Context: an optimization exercise on an open-source flow, tuned for small area. The choices shown serve that exercise and are no tape-out recipe.
The RTL was checked by simulation tests, not by an equivalence proof against the original design. The flow treats the clock pin as an ideal source, which a real chip does not have.

// acq_decim
module acq_decim (
    input  wire        clk,
    input  wire        rst,         
    input  wire        md,          
    output reg         out_valid,   
    output reg  [27:0] out_data,    
    output reg         out_ovr      
);
==> flow/config.mk <==
export PLATFORM = sky130hd
export DESIGN_NAME = acq_decim
export DESIGN_NICKNAME = acq_decim
export VERILOG_FILES = /design/flow/design.v
export SDC_FILE = /design/flow/constraint.sdc
export NUM_CORES = 4
export LEC_CHECK = 0
export ABC_AREA = 1
export CAP_MARGIN = 20
export CORE_MARGIN = 2
export CORE_UTILIZATION = 55
export SLEW_MARGIN = 20
==> flow/constraint.sdc <==
create_clock -name core_clock -period 50.0 [get_ports {clk}]
set_input_delay 10.0000 -clock core_clock [delete_from_list [all_inputs] [get_ports {clk}]]
set_output_delay 10.0000 -clock core_clock [all_outputs]
set_load 0.01 [all_outputs]
standard.sh (not shown) runs the stock make flow with config.mk's settings and CLKGATE_MAP_FILE= SYNTH_SCRIPT=/design/flow/synth_recipe.tcl, a recipe that flattens the netlist after the stock synthesis.
==> flow/flow/run.sh <==
#!/bin/bash
# The standard layout (standard synthesis unchanged), with two changes:
#  * the clock tree is built without dummy loads (-dont_use_dummy_load), in
#    sink clusters of at most 30 flip-flops and 100 um;
#  * the port buffers that global placement inserts are buf_1 cells.
# make's full output goes to layout.log in this folder.
set -euo pipefail
bash standard.sh \
  "BUFFER_PORTS_ARGS=-buffer_cell sky130_fd_sc_hd__buf_1" \
  "CTS_ARGS=-sink_clustering_enable -repair_clock_nets -sink_clustering_size 30 -sink_clustering_max_diameter 100 -dont_use_dummy_load" \
  finish > layout.log 2>&1
Change:
--- a/flow/design.v
+++ b/flow/design.v
@@ -20,28 +20,28 @@
     input  wire        md,          
     output reg         out_valid,   
     output reg  [27:0] out_data,    
     output reg         out_ovr      
 );
     localparam integer CW = 36;     
     localparam integer AW = 52;     
     localparam integer NS = 19;     
-    reg  [CW-1:0] in1, in2, in3, in4, in5;
+    reg  [CW-1:0] integ1, integ2, integ3, integ4, integ5;
     wire [CW-1:0] s1, s2, s3, s4, s5;
-    acq_decim_rca #(CW) u_i1 (.a(~in1), .b({{(CW-1){~md}}, 1'b1}), .ci(1'b0), .s(s1));
-    acq_decim_rca #(CW) u_i2 (.a(~in2), .b(s1), .ci(1'b0), .s(s2));
-    acq_decim_rca #(CW) u_i3 (.a(~in3), .b(s2), .ci(1'b0), .s(s3));
-    acq_decim_rca #(CW) u_i4 (.a(~in4), .b(s3), .ci(1'b0), .s(s4));
-    acq_decim_rca #(CW) u_i5 (.a(~in5), .b(s4), .ci(1'b0), .s(s5));
+    acq_decim_rca #(CW) u_i1 (.a(integ1), .b({{(CW-1){~md}}, 1'b1}), .ci(1'b0), .s(s1));
+    acq_decim_rca #(CW) u_i2 (.a(integ2), .b(s1), .ci(1'b0), .s(s2));
+    acq_decim_rca #(CW) u_i3 (.a(integ3), .b(s2), .ci(1'b0), .s(s3));
+    acq_decim_rca #(CW) u_i4 (.a(integ4), .b(s3), .ci(1'b0), .s(s4));
+    acq_decim_rca #(CW) u_i5 (.a(integ5), .b(s4), .ci(1'b0), .s(s5));
     always @(posedge clk) begin
         if (rst) begin
-            in1 <= {CW{1'b1}}; in2 <= {CW{1'b1}}; in3 <= {CW{1'b1}}; in4 <= {CW{1'b1}}; in5 <= {CW{1'b1}};
+            integ1 <= 0; integ2 <= 0; integ3 <= 0; integ4 <= 0; integ5 <= 0;
         end else begin
-            in1 <= ~s1; in2 <= ~s2; in3 <= ~s3; in4 <= ~s4; in5 <= ~s5;
+            integ1 <= s1; integ2 <= s2; integ3 <= s3; integ4 <= s4; integ5 <= s5;
         end
     end
     reg [6:0] phase;
     reg       ticked;      
     reg [2:0] p;           
     reg [4:0] rel;         
     wire tick    = (phase == 7'd124);
     wire cstep   = tick | (ticked & (phase < 7'd4));
@@ -67,29 +67,29 @@
             if (tick) begin
                 ticked <= 1'b1;
                 p      <= (!ticked || p == 3'd4) ? 3'd0 : p + 3'd1;
             end
             if (!(tick && ticked && p == 3'd4))
                 rel <= (rel == NS - 1) ? 5'd0 : rel + 5'd1;
         end
     end
-    reg  [CW-1:0] zn0, zn1, zn2, zn3, zn4;    
+    reg  [CW-1:0] zr0, zr1, zr2, zr3, zr4;    
     reg  [CW-1:0] v;                          
     wire [CW-1:0] ca  = tick ? s5 : v;
-    wire [CW-1:0] cbn = rstep ? {{(CW-8){1'b0}}, 7'h7f, v[9]}
-                              : (cstep ? zn4 : {CW{1'b1}});
+    wire [CW-1:0] cb  = rstep ? {{(CW-8){1'b1}}, 7'd0, ~v[9]}
+                              : (cstep ? zr4 : {CW{1'b0}});
     wire [CW-1:0] cd;
-    acq_decim_rca #(CW) u_c (.a(ca), .b(cbn), .ci(1'b1), .s(cd));
-    always @(posedge clk) begin
-        zn0 <= cstep ? ~ca : (ticked ? zn4 : {CW{1'b1}});
-        zn1 <= zn0;
-        zn2 <= zn1;
-        zn3 <= zn2;
-        zn4 <= zn3;
+    acq_decim_rca #(CW) u_c (.a(ca), .b(~cb), .ci(1'b1), .s(cd));
+    always @(posedge clk) begin
+        zr0 <= cstep ? ca : (ticked ? zr4 : {CW{1'b0}});
+        zr1 <= zr0;
+        zr2 <= zr1;
+        zr3 <= zr2;
+        zr4 <= zr3;
         v   <= cd;
     end
     wire [26:0] r = v[CW-1:9];
     wire       lowh = (rel < 5'd9) | ((rel == 5'd9) & (p >= 3'd2));
     wire [4:0] rm   = 5'd18 - rel;
     wire [3:0] rf   = lowh ? rel[3:0] : rm[3:0];
     wire [2:0] qf   = lowh ? 3'd4 - p : p;
     reg  [23:0] cf;
=> The new run completed without violations. Non-clock buffer count is lower by 4. Die area is higher by 1.0%. Global-route usage barely changes. Fmax barely changes. Setup slack loses 0.0082 ns. Cell area is higher by 0.90%. Clock-buffer cell count does not change. Routed wire length is higher by 1.0%. Via count is higher by 3.5%. Core utilization is higher by 0.23 points. Sequential cell count is unchanged. Worst hold slack gains 0.013 ns.

-- port drivers added, routing unchanged --
The results above use ideal ports. As a check the final layouts listed here were re-extracted and re-timed, cells and wires unchanged. Step 1 sets driving cells, clkbuf_16 on the clock port and buf_2 on the other inputs (assumed; they add their load-dependent delay and slew). Step 2 moves the port delays by t, midway between the first and last clock arrival at a register: inputs arrive t later, outputs are due t later. That takes back most of the time a late clock gives input paths. a / b / c = no drivers / after step 1 / after step 2; a / b = the first two.
run | shift t [ns] | setup slack, ns | worst setup path after step 2 | clock arrival spread, ns | pins driven straight from the clock port
the first run | 0.674 | 18.537 / 18.465 / 19.140 | register to output | 0.091 / 0.091 | 1
the second run | 0.669 | 18.529 / 18.467 / 19.136 | register to output | 0.108 / 0.108 | 1
After both steps every run listed still meets setup and hold.
